What follows belongs to an exercise in optimizing a design on an open flow for small area, a short achievable clock period and few clock cycles; a production flow would make more cautious choices. No run shown here included a check of the RTL's function; only the layout flow was run. No activity file was given, so power comes from the tool's default toggle rates.

<file path="design.v">
module ledger_cvt_core (
    input  wire [127:0] word,
    input  wire [9:0]   eref,
    input  wire [1:0]   fmt,
    input  wire [3:0]   srng,      
    output wire [24:0]  win,       
    output wire         sticky,    
    output wire         neg,
    output wire [7:0]   t,         
    output wire [10:0]  ep,        
    output wire         is_nan,
    output wire         is_sat,
    output wire         is_zero
);
    assign neg = word[127];
    wire [15:0] a8, o8;
    genvar j;
    generate
        for (j = 0; j < 16; j = j + 1) begin : g8
            assign a8[j] = &word[8*j+7:8*j];
            assign o8[j] = |word[8*j+7:8*j];
        end
    endgenerate
    wire lo_zero = ~(|o8[14:1]) & ~|word[126:120] & ~|word[7:1];
    wire lo_ones = &a8[14:1] & &word[126:120] & &word[7:1];
    assign is_nan  = neg & lo_zero & ~word[0];
    assign is_sat  = word[0] & (neg ? lo_zero : lo_ones);
    assign is_zero = ~neg & lo_zero & ~word[0];
    wire       fp16 = (fmt == 2'd2);
    wire [5:0] s6   = (fp16 ? 6'd18 : 6'd34) - eref[5:0];    
    wire [7:0] sc   = srng[1] ? 8'd0 : srng[0] ? 8'd151 : {srng[3], srng[2] & ~srng[3], s6};
    assign ep = {eref[9], eref} + (fp16 ? -11'sd81 : 11'sd31);
    wire [150:0] we = {word[126:0], 24'd0};
    rnorm_win u_sh (.v(we), .a8(a8), .o8(o8), .sgn(neg), .s(sc), .win(win), .lost(sticky), .t(t));
endmodule
module ledger_cvt_pack (
    input  wire [24:0]  win,
    input  wire         sticky,
    input  wire         neg,
    input  wire [7:0]   t,
    input  wire [10:0]  ep,
    input  wire         is_nan,
    input  wire         is_sat,
    input  wire         is_zero,
    input  wire [1:0]   fmt,
    input  wire [1:0]   mode,
    input  wire         flush,
    output reg  [31:0]  bits,
    output reg          range
);
    wire fp16 = (fmt == 2'd2);
    wire signed [11:0] bex  = $signed({4'd0, t}) + $signed({ep[10], ep});
    wire signed [11:0] bmax = fp16 ? 12'sd30 : 12'sd254;
    wire [7:0] be     = bex[7:0];
    wire       be_ovf = bex > bmax;
    wire       be_top = bex == bmax;
    reg st, wr;
    reg [23:0] low;    
    always @(*) begin
        case (fmt)
            2'd1:    begin st = sticky | (|win[15:0]); wr = win[16]; low = 24'h00FFFF; end
            2'd2:    begin st = sticky | (|win[12:0]); wr = win[13]; low = 24'h001FFF; end
            default: begin st = sticky;                wr = win[0];  low = 24'h000000; end
        endcase
    end
    wire [23:0] kx   = win[24:1] ^ {24{neg}};    
    wire        xr   = wr ^ neg;                 
    wire        c    = neg & ~st;                
    wire        rbit = xr ^ c;
    reg         lsb;
    always @(*) begin
        case (fmt)
            2'd1:    lsb = kx[16];
            2'd2:    lsb = kx[13];
            default: lsb = kx[0];
        endcase
    end
    reg up;
    always @(*) begin
        case (mode)
            2'd1:    up = 1'b0;
            2'd2:    up = ~neg & (rbit | st);
            2'd3:    up = neg & (rbit | st);
            default: up = rbit & (st | lsb);
        endcase
    end
    wire inc = (xr & c) | up;
    wire [24:0] n = {1'b0, kx | low} + {24'd0, inc};
    wire cy = n[24];
    wire h  = n[23] | cy;
    wire to_inf = (mode == 2'd0) || (mode == 2'd2 && !neg) || (mode == 2'd3 && neg);
    wire [22:0] mant = (cy || (!h && flush)) ? 23'd0 : n[22:0];
    wire [7:0]  ex   = h ? (be + {7'd0, cy}) : 8'd0;
    wire        ovf  = (be_ovf | (be_top & cy)) & ~is_zero & ~is_nan & ~is_sat;
    wire        is_inf = is_sat | (ovf & to_inf);
    wire        is_max = ovf & ~to_inf;
    wire        sign   = neg & ~is_nan;
    wire [7:0]  e8     = (is_nan | is_inf | is_max) ? {7'h7F, ~is_max} : ex;
    wire [22:0] m23    = is_nan ? 23'h400000 : is_inf ? 23'd0 : is_max ? 23'h7FFFFF : mant;
    always @(*) begin
        range = is_sat | ovf;
        case (fmt)
            2'd1:    bits = {16'd0, sign, e8, m23[22:16]};
            2'd2:    bits = {16'd0, sign, e8[4:0], m23[22:13]};
            default: bits = {sign, e8, m23};
        endcase
    end
endmodule
module rnorm_win (
    input  wire [150:0] v,
    input  wire [15:0]  a8,       
    input  wire [15:0]  o8,       
    input  wire         sgn,
    input  wire [7:0]   s,
    output wire [24:0]  win,
    output wire         lost,     
    output wire [7:0]   t
);
    wire [151:0] t7;
    wire [87:0]  t6;
    wire [55:0]  t5;
    wire [39:0]  t4;
    wire [31:0]  t3;
    wire [27:0]  t2;
    wire [25:0]  t1;
    wire [7:0]   k;
    wire [7:0]   e;       
    wire [7:0]  a16, o16;
    wire [3:0]  a32, o32;
    wire [1:0]  a64, o64;
    genvar j;
    generate
        for (j = 0; j < 8; j = j + 1) begin : g16
            assign a16[j] = a8[2*j+1] & a8[2*j];
            assign o16[j] = o8[2*j+1] | o8[2*j];
        end
        for (j = 0; j < 4; j = j + 1) begin : g32
            assign a32[j] = a16[2*j+1] & a16[2*j];
            assign o32[j] = o16[2*j+1] | o16[2*j];
        end
        for (j = 0; j < 2; j = j + 1) begin : g64
            assign a64[j] = a32[2*j+1] & a32[2*j];
            assign o64[j] = o32[2*j+1] | o32[2*j];
        end
    endgenerate
    wire [15:0] n8  = sgn ? ~a8  : o8;
    wire [7:0]  n16 = sgn ? ~a16 : o16;
    wire [3:0]  n32 = sgn ? ~a32 : o32;
    wire [1:0]  n64 = sgn ? ~a64 : o64;
    wire n4 = sgn ? ~&t3[31:28] : |t3[31:28];
    wire n2 = sgn ? ~&t2[27:26] : |t2[27:26];
    wire n1 = t1[25] ^ sgn;
    assign k[7] = s[7];
    assign e[7] = 1'b1;
    assign e[6] = 1'b1;
    assign k[6] = (~k[7] & n64[1]) | (e[6] & s[6]);
    assign e[5] = e[6] & (k[6] == s[6]);
    assign k[5] = (~k[7] & n32[{k[6], 1'b1}]) | (e[5] & s[5]);
    assign e[4] = e[5] & (k[5] == s[5]);
    assign k[4] = (~k[7] & n16[{k[6], k[5], 1'b1}]) | (e[4] & s[4]);
    assign e[3] = e[4] & (k[4] == s[4]);
    assign k[3] = (~k[7] & n8[{k[6], k[5], k[4], 1'b1}]) | (e[3] & s[3]);
    assign e[2] = e[3] & (k[3] == s[3]);
    assign k[2] = (~k[7] & n4) | (e[2] & s[2]);
    assign e[1] = e[2] & (k[2] == s[2]);
    assign k[1] = (~k[7] & n2) | (e[1] & s[1]);
    assign e[0] = e[1] & (k[1] == s[1]);
    assign k[0] = (~k[7] & n1) | (e[0] & s[0]);
    assign t = k;
    assign t7  = {sgn, v[150:48], k[7] ? {25{sgn}} : v[47:23], k[7] ? v[150:128] : v[22:0]};
    assign t6  = k[6] ? t7[151:64] : t7[87:0];
    assign t5  = k[5] ? t6[87:32]  : t6[55:0];
    assign t4  = k[4] ? t5[55:16]  : t5[39:0];
    assign t3  = k[3] ? t4[39:8]   : t4[31:0];
    assign t2  = k[2] ? t3[31:4]   : t3[27:0];
    assign t1  = k[1] ? t2[27:2]   : t2[25:0];
    assign win = k[0] ? t1[25:1]   : t1[24:0];
    assign lost = (k[7] & (|o8[12:0])) | (k[6] & (|t7[63:0])) | (k[5] & (|t6[31:0])) |
                  (k[4] & (|t5[15:0])) | (k[3] & (|t4[7:0])) | (k[2] & (|t3[3:0])) |
                  (k[1] & (|t2[1:0])) | (k[0] & t1[0]);
endmodule
module ledger_cvt (
    input  wire         clk,
    input  wire         rst,
    input  wire         in_valid,
    output wire         in_ready,
    input  wire [127:0] in_word,
    input  wire [9:0]   in_eref,
    input  wire [1:0]   in_fmt,      
    input  wire [1:0]   in_mode,     
    input  wire         in_flush,    
    output reg          out_valid,
    output reg  [31:0]  out_bits,
    output reg          out_range
);
    assign in_ready = 1'b1;
    reg         v0;
    reg [127:0] word0;
    reg [9:0]   eref0;
    reg [3:0]   srng0;    
    reg [1:0]   fmt0, mode0;
    reg         flush0;
    function automatic [3:0] srange(input [9:0] e, input fp16);
        reg signed [9:0] se;
        begin
            se = e;
            srange = fp16 ? {se <= -10'sd46, se <= 10'sd18, se > 10'sd82, se < -10'sd69}
                          : {se <= -10'sd158, se <= -10'sd94, se > -10'sd30, se < -10'sd181};
        end
    endfunction
    always @(posedge clk) begin
        v0     <= rst ? 1'b0 : in_valid;
        word0  <= in_word;
        eref0  <= in_eref;
        srng0  <= srange(in_eref, in_fmt == 2'd2);
        fmt0   <= in_fmt;
        mode0  <= in_mode;
        flush0 <= in_flush;
    end
    wire [24:0] win;
    wire        sticky, neg, is_nan, is_sat, is_zero;
    wire [7:0]  t;
    wire [10:0] ep;
    ledger_cvt_core core (
        .word(word0), .eref(eref0), .fmt(fmt0), .srng(srng0),
        .win(win), .sticky(sticky), .neg(neg), .t(t), .ep(ep),
        .is_nan(is_nan), .is_sat(is_sat), .is_zero(is_zero));
    reg         v1;
    reg [24:0]  win1;
    reg         sticky1, neg1, nan1, sat1, zero1;
    reg [7:0]   t1;
    reg [10:0]  ep1;
    reg [1:0]   fmt1, mode1;
    reg         flush1;
    always @(posedge clk) begin
        v1      <= rst ? 1'b0 : v0;
        win1    <= win;
        sticky1 <= sticky;
        neg1    <= neg;
        t1      <= t;
        ep1     <= ep;
        nan1    <= is_nan;
        sat1    <= is_sat;
        zero1   <= is_zero;
        fmt1    <= fmt0;
        mode1   <= mode0;
        flush1  <= flush0;
    end
    wire [31:0] bits;
    wire        range;
    ledger_cvt_pack pack (
        .win(win1), .sticky(sticky1), .neg(neg1), .t(t1), .ep(ep1),
        .is_nan(nan1), .is_sat(sat1), .is_zero(zero1), .fmt(fmt1), .mode(mode1), .flush(flush1),
        .bits(bits), .range(range));
    always @(posedge clk) begin
        out_valid <= rst ? 1'b0 : v1;
        out_bits  <= bits;
        out_range <= range;
    end
endmodule
</file>
<file path="flow/run.sh">
#!/bin/bash
# The standard layout (standard.sh) with three changes:
#  - synthesis maps the logic with an area-oriented ABC script (flow/synth.tcl);
#  - ports are buffered with buf_1 instead of the default buffer cell;
#  - timing repair aims at an 8 ns period (setup margin 27 ns on the 35 ns
#    clock).  The constraints themselves are unchanged.
set -euo pipefail
export MY_WORK_DIR=$(pwd)
export MY_FLOW_DIR=$(pwd)/flow
bash standard.sh "SYNTH_SCRIPT=$MY_FLOW_DIR/synth.tcl" \
  "BUFFER_PORTS_ARGS=-buffer_cell sky130_fd_sc_hd__buf_1" \
  "SETUP_SLACK_MARGIN=27" finish > flow_make.log 2>&1
</file>
<file path="flow/area.abc">
strash; dch -f; amap
</file>
<file path="flow/synth.tcl">
# synth_recipe.tcl (the standard synthesis) with one change: ABC maps the
# logic with flow/area.abc, an area-oriented script (amap; the layout flow
# buffers and sizes), instead of ORFS's script.  Registers are mapped before ABC
# runs, so their cells and names are the standard synthesis's.
proc abc {args} {
  set i [lsearch -exact $args -script]
  if {$i >= 0} { lset args [expr {$i + 1}] $::env(MY_FLOW_DIR)/area.abc }
  yosys abc {*}$args
}
source $::env(MY_WORK_DIR)/synth_recipe.tcl
</file>
<file path="standard.sh">
#!/bin/bash
# synth_recipe.tcl (not shown) runs the flow's synth.tcl, then flattens the netlist and writes it again
# the make line also repeats each setting of config.mk as NAME=value (left out here)
make -C /OpenROAD-flow-scripts/flow DESIGN_CONFIG=/design/flow/config.mk WORK_HOME=/design/flow/orfs CLKGATE_MAP_FILE= SYNTH_SCRIPT=/design/flow/synth_recipe.tcl "${@:-finish}"
</file>
<file path="config.mk">
export PLATFORM = sky130hd
export DESIGN_NAME = ledger_cvt
export DESIGN_NICKNAME = ledger_cvt
export VERILOG_FILES = /design/flow/design.v
export SDC_FILE = /design/flow/constraint.sdc
export NUM_CORES = 4
export LEC_CHECK = 0
export CAP_MARGIN = 20
export CORE_MARGIN = 2
export CORE_UTILIZATION = 50
export PLACE_DENSITY = 0.7
export SLEW_MARGIN = 20
</file>
<file path="constraint.sdc">
create_clock -name core_clock -period 35.0 [get_ports {clk}]
set_input_delay 7.0000 -clock core_clock [delete_from_list [all_inputs] [get_ports {clk}]]
set_output_delay 7.0000 -clock core_clock [all_outputs]
set_load 0.01 [all_outputs]
</file>
==> summary.txt, run 1 <==
starting DRC count in detailed routing=1596; CTS Buffer Depth=3; Least-Margin Pin Slew=1.15 ns; Final ANT Viol Nets=0; initial antenna violation count=0; sequential share of the synthesized area=41.2%; LEAKAGE=5.29 nW; Reg clk slew, reported paths=0.06 ns; Synth async-reset ratio=0%; vias in the first global route=11200; CP Class=flop to output pin; Hold Slack=0.329 ns; Root Driver=clkbuf_16; DRT Wirelength=39600 um; Clock Skew=0.0122 ns; layout cells sized above 1=12.9%; HPWL after DPL=28000 um; Yosys reg bits=237; crit path capture type=output pin; CTS buffer count=24; H-tree depth=1; setup TNS=0 ns; commonest cells in the netlist=dfxtp_1, o22a_1, nor2_1; Hold-fix buffers, CTS=0; Worst EP arrival=0.97 ns; Mapped Cells=1382; unrepaired setup endpoints after global routing=true; fmax=125 MHz; Rel. slew slack=22.8%; most frequent cell after synthesis=dfxtp_1; critical path peak fanout=1; CP bufs+invs=1; Starting Density=50.9%; Max Transition Viols Final=0; MaxCap Viol Count=0; synth unique cells=49; Cell Chain, Critical Path=buf_2; final global-route overflow total=0; # diodes=0; most common flop cell mapped by yosys=dfxtp_1; Routed wire per std cell=20.1 um; crit-path leading delay family=flip-flops; Final Hold Fails=0; first-pass GRT wire length=59500 um; largest net degree at the start of global routing=73; vias post-DR=12400; via/cell ratio=6.30; CP startpoint kind=flop; status=timing/DRC/antenna clean; CP Data Required Time=28.00 ns; row cnt=55; I/O Buffers=179; yosys warns=2; # clock sinks=237; DRC Markers=0; Net Count, Synth=1556; P per Cell Area=67.9 nW/um^2; largest stage delay on the critical path=0.32 ns; Final Net Count=1842; share of the synthesized area in the top cell type=41.2%; 1st-pass router iterations=5; Clock Latency Late Sink=0.52 ns; Syn Std Cell Area=11500 um^2; min cycle time layout=7.97 ns; Setup violations, final=0; number of synthesized flops with an enable pin=0; most area-hungry cell type in the Yosys netlist=dfxtp_1; DIE HEIGHT=156 um; IO Pins=181; slowest stage cell, crit path=dfxtp_1; Mean Syn Cell Area=8.34 um^2; chip width=156 um; flop-to-flop setup slack=27.07 ns; top cells by area, synth=dfxtp_1, o22a_1, o22ai_1, nor2_1, clkinv_1; overall routing resource usage=30.9%; fin cells=1969; core area=22600 um^2; Die Area=24300 um^2; part of the cycle the worst path needs=22.8%; HP Class=flop to flop; GPL Wtd Cong=0.977; Area Growth Syn to Fin=27.4%; Inst Count DP=1856; Peak VDD IR=0.0397 mV; CTS tree=yes
-- cell type report --
cell class,count,area (um^2)
Clock inverter,12,100
Sequential cell,237,4750
Multi-Input combinational cell,1006,6740
Tap cell,285,357
Timing Repair Buffer,247,1350
Fill cell,1994,7960
Clock buffer,30,684
Timing Repair inverter,7,70.1
Inverter,145,632
-- state kept, by name, summed over array words and instances, names as in the netlist, 2 cells and up --
name	flops
t1	8
fmt0	2
srng0	4
eref0	10
mode0	2
ep1	11
mode1	2
fmt1	2
win1	25
out_bits	32
word0	128
-- through the flow --
stage                     worst slack (ns)  total power [mW]  cell area (um^2)  util [%]
after floorplan                      17.51             0.578             11700         -
after global placement               23.28             0.663             12800      56.6
after detailed placement             22.93             0.666             12800      56.6
after CTS                            27.00             0.953             14100      62.4
after global routing                 26.81              1.05             14700      64.8
final                                27.03             0.997             14700      64.8
-- cells by family after synthesis --
kind of cell               synth area share, %
other                                   0.0325
adders and majority gates                 3.10
AOI/OAI and AO/OA                         33.0
and+or+nand+nor                           17.9
DFF                                       41.2
buffers and inverters                     4.79
-- path summary, 6_finish.rpt --
kind / from / end / cells past startpoint
worst max-delay path: out_bits[19] / out_bits[19] / 1
worst min-delay path: mode0[0] / mode1[0] / 0
worst min register to register: mode0[0] / mode1[0] / 0
worst max register to register: word0[84] / win1[18] / 35
-- layout by cell type, fill, tap and decap left out, types with 19 or more instances in the layout --
cell	instances
nand2_1	72
clkbuf_16	26
o21ai_0	67
clkinv_1	135
buf_1	146
nand4_1	34
buf_4	57
clkbuf_2	19
o22ai_1	98
nor4_1	41
a21oi_1	73
ha_1	27
o22a_1	166
nor2_1	157
a31oi_1	23
nor3_1	25
nand3_1	24
dfxtp_1	233
-- report_power, final --
| group | internal (mW) | total [mW] | switching (mW) | leakage [nW] |
|---|---|---|---|---|
| Sequential | 0.310 | 0.332 | 0.0220 | 1.99 |
| Clock | 0.146 | 0.252 | 0.106 | 0.384 |
| Combinational | 0.173 | 0.414 | 0.240 | 2.92 |
-- repair_timing --
action,in CTS,in global routing
setup buffers,19,35
gates cloned,10,7
pin swaps,10,18
endpoints found under the setup margin,40,52
gates resized for setup,57,59
-- metal layers --
layer | track usage [%] | vias to the layer above | wire length, um | part of all wire, %
met4 | 7.65 | 0 | 972 | 2.5
met3 | 7.31 | 86 | 4150 | 10
met2 | 48.0 | 655 | 17100 | 43
met1 | 43.4 | 5738 | 17400 | 44
li1 | - | 5924 | - | -
met5 | 0 | - | 0 | 0
==> inputs of run 2 (changes only) <==
--- a/design.v
+++ b/design.v
@@ -1,8 +1,6 @@
 module ledger_cvt_core (
     input  wire [127:0] word,
-    input  wire [9:0]   eref,
-    input  wire [1:0]   fmt,
-    input  wire [3:0]   srng,      
+    input  wire [10:0]  s,         
     output wire [24:0]  win,       
     output wire         sticky,    
     output wire         neg,
@@ -26,10 +24,9 @@
     assign is_nan  = neg & lo_zero & ~word[0];
     assign is_sat  = word[0] & (neg ? lo_zero : lo_ones);
     assign is_zero = ~neg & lo_zero & ~word[0];
-    wire       fp16 = (fmt == 2'd2);
-    wire [5:0] s6   = (fp16 ? 6'd18 : 6'd34) - eref[5:0];    
-    wire [7:0] sc   = srng[1] ? 8'd0 : srng[0] ? 8'd151 : {srng[3], srng[2] & ~srng[3], s6};
-    assign ep = {eref[9], eref} + (fp16 ? -11'sd81 : 11'sd31);
+    wire signed [10:0] ss = s;
+    wire [7:0] sc = (ss < 11'sd0) ? 8'd0 : (ss > 11'sd151) ? 8'd151 : s[7:0];
+    assign ep = 11'd1 - s;
     wire [150:0] we = {word[126:0], 24'd0};
     rnorm_win u_sh (.v(we), .a8(a8), .o8(o8), .sgn(neg), .s(sc), .win(win), .lost(sticky), .t(t));
 endmodule
@@ -123,8 +120,6 @@
     wire [31:0]  t3;
     wire [27:0]  t2;
     wire [25:0]  t1;
-    wire [7:0]   k;
-    wire [7:0]   e;       
     wire [7:0]  a16, o16;
     wire [3:0]  a32, o32;
     wire [1:0]  a64, o64;
@@ -150,34 +145,32 @@
     wire n4 = sgn ? ~&t3[31:28] : |t3[31:28];
     wire n2 = sgn ? ~&t2[27:26] : |t2[27:26];
     wire n1 = t1[25] ^ sgn;
-    assign k[7] = s[7];
-    assign e[7] = 1'b1;
-    assign e[6] = 1'b1;
-    assign k[6] = (~k[7] & n64[1]) | (e[6] & s[6]);
-    assign e[5] = e[6] & (k[6] == s[6]);
-    assign k[5] = (~k[7] & n32[{k[6], 1'b1}]) | (e[5] & s[5]);
-    assign e[4] = e[5] & (k[5] == s[5]);
-    assign k[4] = (~k[7] & n16[{k[6], k[5], 1'b1}]) | (e[4] & s[4]);
-    assign e[3] = e[4] & (k[4] == s[4]);
-    assign k[3] = (~k[7] & n8[{k[6], k[5], k[4], 1'b1}]) | (e[3] & s[3]);
-    assign e[2] = e[3] & (k[3] == s[3]);
-    assign k[2] = (~k[7] & n4) | (e[2] & s[2]);
-    assign e[1] = e[2] & (k[2] == s[2]);
-    assign k[1] = (~k[7] & n2) | (e[1] & s[1]);
-    assign e[0] = e[1] & (k[1] == s[1]);
-    assign k[0] = (~k[7] & n1) | (e[0] & s[0]);
-    assign t = k;
-    assign t7  = {sgn, v[150:48], k[7] ? {25{sgn}} : v[47:23], k[7] ? v[150:128] : v[22:0]};
-    assign t6  = k[6] ? t7[151:64] : t7[87:0];
-    assign t5  = k[5] ? t6[87:32]  : t6[55:0];
-    assign t4  = k[4] ? t5[55:16]  : t5[39:0];
-    assign t3  = k[3] ? t4[39:8]   : t4[31:0];
-    assign t2  = k[2] ? t3[31:4]   : t3[27:0];
-    assign t1  = k[1] ? t2[27:2]   : t2[25:0];
-    assign win = k[0] ? t1[25:1]   : t1[24:0];
-    assign lost = (k[7] & (|o8[12:0])) | (k[6] & (|t7[63:0])) | (k[5] & (|t6[31:0])) |
-                  (k[4] & (|t5[15:0])) | (k[3] & (|t4[7:0])) | (k[2] & (|t3[3:0])) |
-                  (k[1] & (|t2[1:0])) | (k[0] & t1[0]);
+    wire k7 = s[7];
+    wire k6 = (~k7 & n64[1]) | s[6];
+    wire e5 = k6 == s[6];
+    wire k5 = (~k7 & (k6 ? n32[3] : n32[1])) | (e5 & s[5]);
+    wire e4 = e5 & (k5 == s[5]);
+    wire k4 = (~k7 & n16[{k6, k5, 1'b1}]) | (e4 & s[4]);
+    wire e3 = e4 & (k4 == s[4]);
+    wire k3 = (~k7 & n8[{k6, k5, k4, 1'b1}]) | (e3 & s[3]);
+    wire e2 = e3 & (k3 == s[3]);
+    wire k2 = (~k7 & n4) | (e2 & s[2]);
+    wire e1 = e2 & (k2 == s[2]);
+    wire k1 = (~k7 & n2) | (e1 & s[1]);
+    wire e0 = e1 & (k1 == s[1]);
+    wire k0 = (~k7 & n1) | (e0 & s[0]);
+    assign t = {k7, k6, k5, k4, k3, k2, k1, k0};
+    assign t7  = {sgn, v[150:48], k7 ? {25{sgn}} : v[47:23], k7 ? v[150:128] : v[22:0]};
+    assign t6  = k6 ? t7[151:64] : t7[87:0];
+    assign t5  = k5 ? t6[87:32]  : t6[55:0];
+    assign t4  = k4 ? t5[55:16]  : t5[39:0];
+    assign t3  = k3 ? t4[39:8]   : t4[31:0];
+    assign t2  = k2 ? t3[31:4]   : t3[27:0];
+    assign t1  = k1 ? t2[27:2]   : t2[25:0];
+    assign win = k0 ? t1[25:1]   : t1[24:0];
+    assign lost = (k7 & (|o8[12:0])) | (k6 & (|t7[63:0])) | (k5 & (|t6[31:0])) |
+                  (k4 & (|t5[15:0])) | (k3 & (|t4[7:0])) | (k2 & (|t3[3:0])) |
+                  (k1 & (|t2[1:0])) | (k0 & t1[0]);
 endmodule
 module ledger_cvt (
     input  wire         clk,
@@ -196,23 +189,13 @@
     assign in_ready = 1'b1;
     reg         v0;
     reg [127:0] word0;
-    reg [9:0]   eref0;
-    reg [3:0]   srng0;    
+    reg [10:0]  s0;       
     reg [1:0]   fmt0, mode0;
     reg         flush0;
-    function automatic [3:0] srange(input [9:0] e, input fp16);
-        reg signed [9:0] se;
-        begin
-            se = e;
-            srange = fp16 ? {se <= -10'sd46, se <= 10'sd18, se > 10'sd82, se < -10'sd69}
-                          : {se <= -10'sd158, se <= -10'sd94, se > -10'sd30, se < -10'sd181};
-        end
-    endfunction
     always @(posedge clk) begin
         v0     <= rst ? 1'b0 : in_valid;
         word0  <= in_word;
-        eref0  <= in_eref;
-        srng0  <= srange(in_eref, in_fmt == 2'd2);
+        s0     <= ((in_fmt == 2'd2) ? 11'sd82 : -11'sd30) - {in_eref[9], in_eref};
         fmt0   <= in_fmt;
         mode0  <= in_mode;
         flush0 <= in_flush;
@@ -222,7 +205,7 @@
     wire [7:0]  t;
     wire [10:0] ep;
     ledger_cvt_core core (
-        .word(word0), .eref(eref0), .fmt(fmt0), .srng(srng0),
+        .word(word0), .s(s0),
         .win(win), .sticky(sticky), .neg(neg), .t(t), .ep(ep),
         .is_nan(is_nan), .is_sat(is_sat), .is_zero(is_zero));
     reg         v1;
==> flow/run.sh (replaced) <==
#!/bin/bash
# The standard layout (standard.sh) with four changes:
#  - synthesis maps the logic with an area-oriented ABC script (flow/synth.tcl);
#  - ports are buffered with buf_1 instead of the default buffer cell;
#  - clock tree synthesis adds no dummy loads;
#  - timing repair aims at an 8.45 ns period (setup margin 26.55 ns on the 35 ns
#    clock).  The constraints themselves are unchanged.
set -euo pipefail
export MY_WORK_DIR=$(pwd)
export MY_FLOW_DIR=$(pwd)/flow
bash standard.sh "SYNTH_SCRIPT=$MY_FLOW_DIR/synth.tcl" \
  "BUFFER_PORTS_ARGS=-buffer_cell sky130_fd_sc_hd__buf_1" \
  "CTS_ARGS=-sink_clustering_enable -repair_clock_nets -dont_use_dummy_load" \
  "SETUP_SLACK_MARGIN=26.55" finish > flow_make.log 2>&1
==> flow/area.abc (replaced) <==
strash; dc2; dch -f; amap
==> run 2 against run 1 <==
Effect of this change:
- fmax fell by 2.5%
- highest routed layer unchanged
- sequential power up 2%
- setup slack got worse by 0.21 ns
- via count is 3.4% lower
- largest cell class unchanged
- sequential share of layout area is 1.6 points higher
- critical path depth up 9
- cell count decreased by 3.2%
- combinational power rose by 48%
- clock power decreased by 15%
- synthesized cell count is 1.2% lower
- register-to-register slack got worse by 0.11 ns
==> summary.txt, run 2 <==
status=timing/DRC/antenna clean (unchanged); depth of the most critical reg-to-reg path=39 (was 35); CP startpoint kind=primary input (was flop); Synth async-reset ratio=0% (unchanged); commonest cells in the netlist=dfxtp_1, nor2_1, clkinv_1 (was dfxtp_1, o22a_1, nor2_1); setup TNS=0 ns (unchanged); LEAKAGE=4.86 nW (was 5.29 nW); Worst EP arrival=8.59 ns (was 0.97 ns); fmax=122 MHz (was 125 MHz); core area=21800 um^2 (was 22600 um^2); Area Growth Syn to Fin=24.3% (was 27.4%); CTS Buffer Depth=3 (unchanged); number of synthesized flops with an enable pin=0 (unchanged); FF+latch area=4690 um^2 (was 4750 um^2); Final Net Count=1802 (was 1842); DIE HEIGHT=153 um (was 156 um); synth unique cells=48 (was 49); critical path depth=10 (was 1); number of flip-flops in the largest register=128 (unchanged); slowest stage cell, crit path=ha_4 (was dfxtp_1); # clock sinks=234 (was 237); Final ANT Viol Nets=0 (unchanged); Die Area=23400 um^2 (was 24300 um^2); sequential share of the synthesized area=42.1% (was 41.2%); Net Count, Synth=1540 (was 1556); critical path peak fanout=5 (was 1); initial antenna violation count=0 (unchanged); top cells by area, synth=dfxtp_1, o22ai_1, o22a_1, nor2_1, clkinv_1 (was dfxtp_1, o22a_1, o22ai_1, nor2_1, clkinv_1); CTS tree=yes (unchanged); Cell Chain, Critical Path=buf_1 > nor2b_2 > clkinv_2 > ha_4 > a21o_1 > nand3b_1 > and2_0 > o21a_1 > nor2_1 > o21ai_0 (was buf_2); Least-Margin Pin Slew=1.01 ns (was 1.15 ns); Mapped Cells=1366 (was 1382); 1st-pass router iterations=5 (unchanged); most area-hungry cell type in the Yosys netlist=dfxtp_1 (unchanged); Multi-input gate area=6290 um^2 (was 6740 um^2); commonest non-fill, non-tap cell in the layout=dfxtp_1 (unchanged); vias post-DR=12000 (was 12400); starting DRC count in detailed routing=1494 (was 1596); I/O Buffers=179 (unchanged); most frequent cell after synthesis=dfxtp_1 (unchanged); IO Pins=181 (unchanged); min-delay src=mode0[0] (unchanged); Starting Density=50.9% (about the same); flop-to-flop setup slack=26.96 ns (was 27.07 ns); final worst slack=26.82 ns (was 27.03 ns); # diodes=0 (unchanged); fillers=1951 (was 1994); Worst R2R Start=word0[108] (was word0[84]); layout cells sized above 1=8.12% (was 12.9%); Setup violations, final=0 (unchanged); min cycle time layout=8.18 ns (was 7.97 ns); largest stage delay on the critical path=0.25 ns (was 0.32 ns); MaxCap Viol Count=0 (unchanged); biggest regs=word0 (128), out_bits (32), win1 (25) (unchanged); Clock Skew=0.0509 ns (was 0.0122 ns); most common flop cell mapped by yosys=dfxtp_1 (unchanged); Rel. slew slack=32.1% (was 22.8%); unrepaired setup endpoints after global routing=false (was true); Clock Latency Late Sink=0.53 ns (was 0.52 ns); CP Class=primary input to flop (was flop to output pin); Routed wire per std cell=20.7 um (was 20.1 um); crit path capture type=flop (was output pin); P per Cell Area=84.1 nW/um^2 (was 67.9 nW/um^2); Biggest register=word0 (unchanged); yosys warns=2 (unchanged); Hold EP=mode1[0] (unchanged); HP Class=flop to flop (unchanged); row cnt=54 (was 55); Max Transition Viols Final=0 (unchanged); DRT Wirelength=39400 um (was 39600 um); H-tree depth=1 (unchanged); share of the synthesized area in the top cell type=42.1% (was 41.2%); chip width=153 um (was 156 um); final global-route overflow total=0 (unchanged); crit-path leading delay family=simple AND/OR/NAND/NOR gates (was flip-flops); largest net degree at the start of global routing=67 (was 73); part of the cycle the worst path needs=23.4% (was 22.8%); Reg clk slew, reported paths=0.05 ns (was 0.06 ns); Yosys reg bits=234 (was 237); most frequent cells in the layout=dfxtp_1, buf_1, nor2_1 (was dfxtp_1, o22a_1, nor2_1); worst reg2reg endpoint=win1[18] (unchanged); CP Data Required Time=35.41 ns (was 28.00 ns); Root Driver=clkbuf_16 (unchanged); HPWL after DPL=28600 um (was 28000 um); Mean Syn Cell Area=8.14 um^2 (was 8.34 um^2); vias in the first global route=11100 (was 11200); overall routing resource usage=31.4% (was 30.9%); Syn Std Cell Area=11100 um^2 (was 11500 um^2); worst slack at placement=24.04 ns (was 22.93 ns); CTS buffer count=24 (unchanged); WHS Path Cells=0 (unchanged); Peak VDD IR=0.0455 mV (was 0.0397 mV); GPL Wtd Cong=1.02 (was 0.977); first-pass GRT wire length=59000 um (was 59500 um); CP bufs+invs=2 (was 1); DRC Markers=0 (unchanged); via/cell ratio=6.29 (was 6.30); Final Hold Fails=0 (unchanged)
[run 2: cell types whose count changed in the layout (fill, tap and decap cells not counted), moves of 19 or more]
cell,previous run,this run
o22a_1,166,98
a22oi_1,0,22
clkbuf_2,19,0
buf_4,57,35
buf_1,146,179
o22ai_1,98,137
[run 2: metal layers]
layer  vias up  wire (um)  track usage (%)
met2       638      16600             48.2
met1      5521      16900             42.9
met5         -          0                0
met3        96       4640             8.96
met4         0       1290             9.39
li1       5725          -                -
[run 2: report_power, final]
group / leakage (nW) / total [mW] / internal [mW] / switching, mW
clock network: 0.296 / 0.213 / 0.120 / 0.0936
registers: 1.97 / 0.338 / 0.314 / 0.0234
logic: 2.59 / 0.611 / 0.234 / 0.377
[run 2: per-stage QoR]
stage               power [mW]  instance area (um^2)  hold slack (ns)  utilization [%]  cells
floorplan                0.724                 11500            0.310                -   1366
global placement         0.856                 12500            0.310             57.4   1832
detailed placement       0.860                 12500            0.314             57.4   1832
CTS                       1.10                 13300            0.329             61.1   1868
global route              1.23                 13800            0.330             63.3   1906
finish                    1.16                 13800            0.327             63.3   1906
[run 2: cell type report]
type,instances,area share [%]
Tap cell,280,2.54
Multi-Input combinational cell,991,45.5
Timing Repair Buffer,226,8.60
Clock buffer,24,4.35
Inverter,145,4.69
Timing Repair inverter,6,0.380
Sequential cell,234,33.9
[run 2: logic make-up (layout without fill, tap and decap cells)]
kind of cell	Yosys count	after routing	share of synthesized area, %
buf+inv	146	401	4.96
fa+ha+maj	28	28	3.22
flops	234	234	42.1
simple gates	449	452	19.1
compound gates	508	510	30.5
other cells	1	1	0.0337
[run 2: worst max path at each step]
| stage | from | endpoint | slack (ns) |
|---|---|---|---|
| 5_1_grt | word0[121] | win1[18] | 26.54 |
| 6_report | in_fmt[1] | s0[9] | 26.82 |
| 2_1_floorplan | word0[108] | sticky1 | 23.16 |
| 4_1_cts | word0[121] | win1[4] | 26.65 |
| 3_3_place_gp | word0[127] | sticky1 | 24.41 |
| 3_5_place_dp | word0[127] | win1[21] | 24.04 |
[run 2: what timing repair did]
action	4_1_cts	5_1_grt
setup endpoints to repair	29	50
buffers inserted	6	27
pin swaps	6	11
gates resized for setup	19	21
cloned	6	11
hold buffers	0	0
==> inputs of run 3 (changes only) <==
==> flow/run.sh (replaced) <==
#!/bin/bash
# The standard layout (standard.sh) with four changes:
#  - synthesis maps the logic with an area-oriented ABC script (flow/synth.tcl);
#  - ports are buffered with buf_1 instead of the default buffer cell;
#  - clock tree synthesis adds no dummy loads;
#  - timing repair aims at an 8.6 ns period (setup margin 26.4 ns on the 35 ns
#    clock).  The constraints themselves are unchanged.
set -euo pipefail
export MY_WORK_DIR=$(pwd)
export MY_FLOW_DIR=$(pwd)/flow
bash standard.sh "SYNTH_SCRIPT=$MY_FLOW_DIR/synth.tcl" \
  "BUFFER_PORTS_ARGS=-buffer_cell sky130_fd_sc_hd__buf_1" \
  "CTS_ARGS=-sink_clustering_enable -repair_clock_nets -dont_use_dummy_load" \
  "SETUP_SLACK_MARGIN=26.4" finish > flow_make.log 2>&1
==> run 3 against run 2 <==
Effect of this change:
- clock skew rose by 0.015 ns
- cell count decreased by 1.5%
- synthesized cell count stayed put
- clock-buffer cell count up 1
- setup slack got worse by 0.12 ns
- still clean on timing, DRC and antenna
- global-route usage down 0.52 points
- sequential cell count unchanged
- critical endpoint unchanged
- routed wire length fell by 4.0%
- critical path depth is the same
- synthesized area unchanged
- final area down 2.7%
==> summary.txt, run 3 <==
Clock Latency Late Sink=0.55 ns (was 0.53 ns); crit path capture type=flop (unchanged); Yosys reg bits=234 (unchanged); via/cell ratio=6.27 (was 6.29); min cycle time layout=8.30 ns (was 8.18 ns); Clock Skew=0.0661 ns (was 0.0509 ns); Setup violations, final=0 (unchanged); DIE HEIGHT=153 um (unchanged); most area-hungry cell type in the Yosys netlist=dfxtp_1 (unchanged); most common flop cell mapped by yosys=dfxtp_1 (unchanged); post-synthesis adder-cell area fraction=3.22% (unchanged); Multi-input gate area=6220 um^2 (was 6290 um^2); number of flip-flops in the largest register=128 (unchanged); LEAKAGE=4.69 nW (was 4.86 nW); Mapped Cells=1366 (unchanged); part of the cycle the worst path needs=23.7% (was 23.4%); CP startpoint kind=primary input (unchanged); starting DRC count in detailed routing=1194 (was 1494); DRT Wirelength=37800 um (was 39400 um); Post-Synth XOR/XNOR Area=0% (unchanged); core area=21800 um^2 (unchanged); status=timing/DRC/antenna clean (unchanged); main combinational cell family by area after synthesis=compound AO/OA/AOI/OAI gates (unchanged); post-synthesis simple-gate area fraction=19.1% (unchanged); fillers=2000 (was 1951); mux cell area share after synthesis=0% (unchanged); compound-gate portion of the synthesized area=30.5% (unchanged); worst slack at placement=23.94 ns (was 24.04 ns); sequential share of the synthesized area=42.1% (unchanged); largest net degree at the start of global routing=87 (was 67); final global-route overflow total=0 (unchanged); biggest regs=word0 (128), out_bits (32), win1 (25) (unchanged); critical path peak fanout=5 (unchanged); FF+latch area=4690 um^2 (unchanged); 1st-pass router iterations=6 (was 5); HPWL after DPL=28000 um (was 28600 um); row cnt=54 (unchanged); Worst EP arrival=8.73 ns (was 8.59 ns); Root Driver=clkbuf_16 (unchanged); largest stage delay on the critical path=0.36 ns (was 0.25 ns); fmax=120 MHz (was 122 MHz); yosys warns=2 (unchanged); Routed wire per std cell=20.1 um (was 20.7 um); initial antenna violation count=0 (unchanged); top cells by area, synth=dfxtp_1, o22ai_1, o22a_1, nor2_1, clkinv_1 (unchanged); chip width=153 um (unchanged); H-tree depth=1 (unchanged); unrepaired setup endpoints after global routing=false (unchanged); commonest cells in the netlist=dfxtp_1, nor2_1, clkinv_1 (unchanged); Max Transition Viols Final=0 (unchanged); setup TNS=0 ns (unchanged); I/O Buffers=179 (unchanged); IO Pins=181 (unchanged); most frequent cells in the layout=dfxtp_1, buf_1, nor2_1 (unchanged); CP Class=primary input to flop (unchanged); slowest stage cell, crit path=ha_1 (was ha_4); Final Hold Fails=0 (unchanged); fin cells=1878 (was 1906); Final ANT Viol Nets=0 (unchanged); Peak VDD IR=0.0424 mV (was 0.0455 mV); Net Count, Synth=1540 (unchanged); CP Data Required Time=35.43 ns (was 35.41 ns); share of the synthesized area in the top cell type=42.1% (unchanged); Least-Margin Pin Slew=0.951 ns (was 1.01 ns); CTS tree=yes (unchanged); Inst Count DP=1831 (was 1832); Mean Syn Cell Area=8.14 um^2 (unchanged); Cell Chain, Critical Path=buf_1 > nor2b_2 > clkinv_1 > ha_1 > a21o_1 > nand3b_1 > and2_0 > o21a_1 > nor2_1 > o21ai_0 (was buf_1 > nor2b_2 > clkinv_2 > ha_4 > a21o_1 > nand3b_1 > and2_0 > o21a_1 > nor2_1 > o21ai_0); overall routing resource usage=30.8% (was 31.4%); final worst slack=26.70 ns (was 26.82 ns); vias in the first global route=10800 (was 11100); CTS Buffer Depth=3 (unchanged); synth unique cells=48 (unchanged); CTS buffer count=25 (was 24); # diodes=0 (unchanged); Final Net Count=1774 (was 1802); MaxCap Viol Count=0 (unchanged); Starting Density=50.9% (unchanged); vias post-DR=11800 (was 12000); most frequent cell after synthesis=dfxtp_1 (unchanged); GPL Wtd Cong=1.03 (was 1.02); Synth async-reset ratio=0% (unchanged); layout cells sized above 1=6.13% (was 8.12%); first-pass GRT wire length=58100 um (was 59000 um); Area Growth Syn to Fin=20.9% (was 24.3%); Biggest register=word0 (unchanged); P per Cell Area=84.4 nW/um^2 (was 84.1 nW/um^2); # clock sinks=234 (unchanged); Die Area=23400 um^2 (unchanged); HP Class=flop to flop (unchanged); Syn Std Cell Area=11100 um^2 (unchanged); Reg clk slew, reported paths=0.06 ns (was 0.05 ns); number of synthesized flops with an enable pin=0 (unchanged); DRC Markers=0 (unchanged); commonest non-fill, non-tap cell in the layout=dfxtp_1 (unchanged); Rel. slew slack=36.2% (was 32.1%)
-- run 3: cell counts after synthesis --
Identical to the previous run, type by type.
-- run 3: through the flow --
stage / cell area (um^2) / util, % / hold slack (ns) / power (mW)
floorplan: 11400 / - / 0.310 / 0.724
global placement: 12500 / 57.3 / 0.310 / 0.854
detailed placement: 12500 / 57.3 / 0.315 / 0.859
CTS: 13300 / 61.0 / 0.329 / 1.11
global route: 13400 / 61.6 / 0.331 / 1.20
finish: 13400 / 61.6 / 0.328 / 1.13
-- run 3: routing by layer --
layer  vias up  GRT usage [%]  share of wire [%]
li1       5666              -                  -
met1      5384           43.3                 43
met2       645           46.2                 42
met3        88           9.47                 12
met4         0           8.07                2.7
met5         -              0                  0
-- run 3: path summary, 6_finish.rpt --
kind | from | to | slack, ns | cells after the start
worst min register to register | fmt0[1] | fmt1[1] | 0.33 | 0
worst min-delay path | fmt0[1] | fmt1[1] | 0.33 | 0
worst max register to register | word0[121] | win1[5] | 26.73 | 40
worst max-delay path | in_fmt[1] | s0[9] | 26.70 | 10
-- run 3: logic make-up after synthesis --
logic type	count (synthesis)
buffers and inverters	146
adder cells (fa/ha/maj)	28
AO/OA/AOI/OAI	508
AND/OR/NAND/NOR	449
flip-flops	234
other	1
-- run 3: critical path, delay by kind of cell --
kind            cells  cell delay, ns
compound gates      3            0.45
fa+ha+maj           1            0.36
buf+inv             2            0.25
simple gates        4            0.66
-- run 3: power by group --
part / internal, mW / switching [mW]
Combinational: 0.214 / 0.362
Clock: 0.124 / 0.0956
Sequential: 0.314 / 0.0236
-- run 3: layout make-up --
type | count | area share, %
clock buffer | 25 | 4.66
inverter | 145 | 4.63
multi-input combinational | 990 | 46.3
sequential | 234 | 34.9
tap | 280 | 2.61
timing repair buffer | 201 | 6.85
timing repair inverter | 3 | 0.121
-- run 3: timing repair --
action	in CTS	in global routing
endpoints found under the setup margin	29	51
setup buffers	7	5
hold buffers	0	0
pin swaps	5	3
cloned	6	3
resized for setup	13	10
endpoints found under the hold margin	0	0

==> re-timing with driven ports <==
No port has a modelled driver above. Below, the same layouts with a new extraction and two added sets of constraints.
Step 1: set_driving_cell puts a clkbuf_16 on clk and a buf_2 on each other input, an assumption about the parent block.
Step 2 adds t to the input delays and takes it off the output delays; t is the mean of the earliest and latest rising clock arrival at the registers after step 1. Input paths then give back, and output paths get back, about the clock's delay inside the block.
Three values: no drivers, after step 1, after step 2; two values: the first two.
run | t (ns) | setup slack, ns | clock arrival spread, ns | pins driven straight from the clock port
run 1 | 0.568 | 27.027 / 26.979 / 26.541 | 0.014 / 0.013 | 1
run 2 | 0.555 | 26.820 / 26.828 / 26.273 | 0.051 / 0.051 | 1
run 3 | 0.564 | 26.701 / 26.721 / 26.157 | 0.067 / 0.067 | 1
After both steps every run listed still meets setup and hold. The setup slack of run 2, which loses most, moves by +0.008 ns with the drivers and by -0.547 ns with both steps.
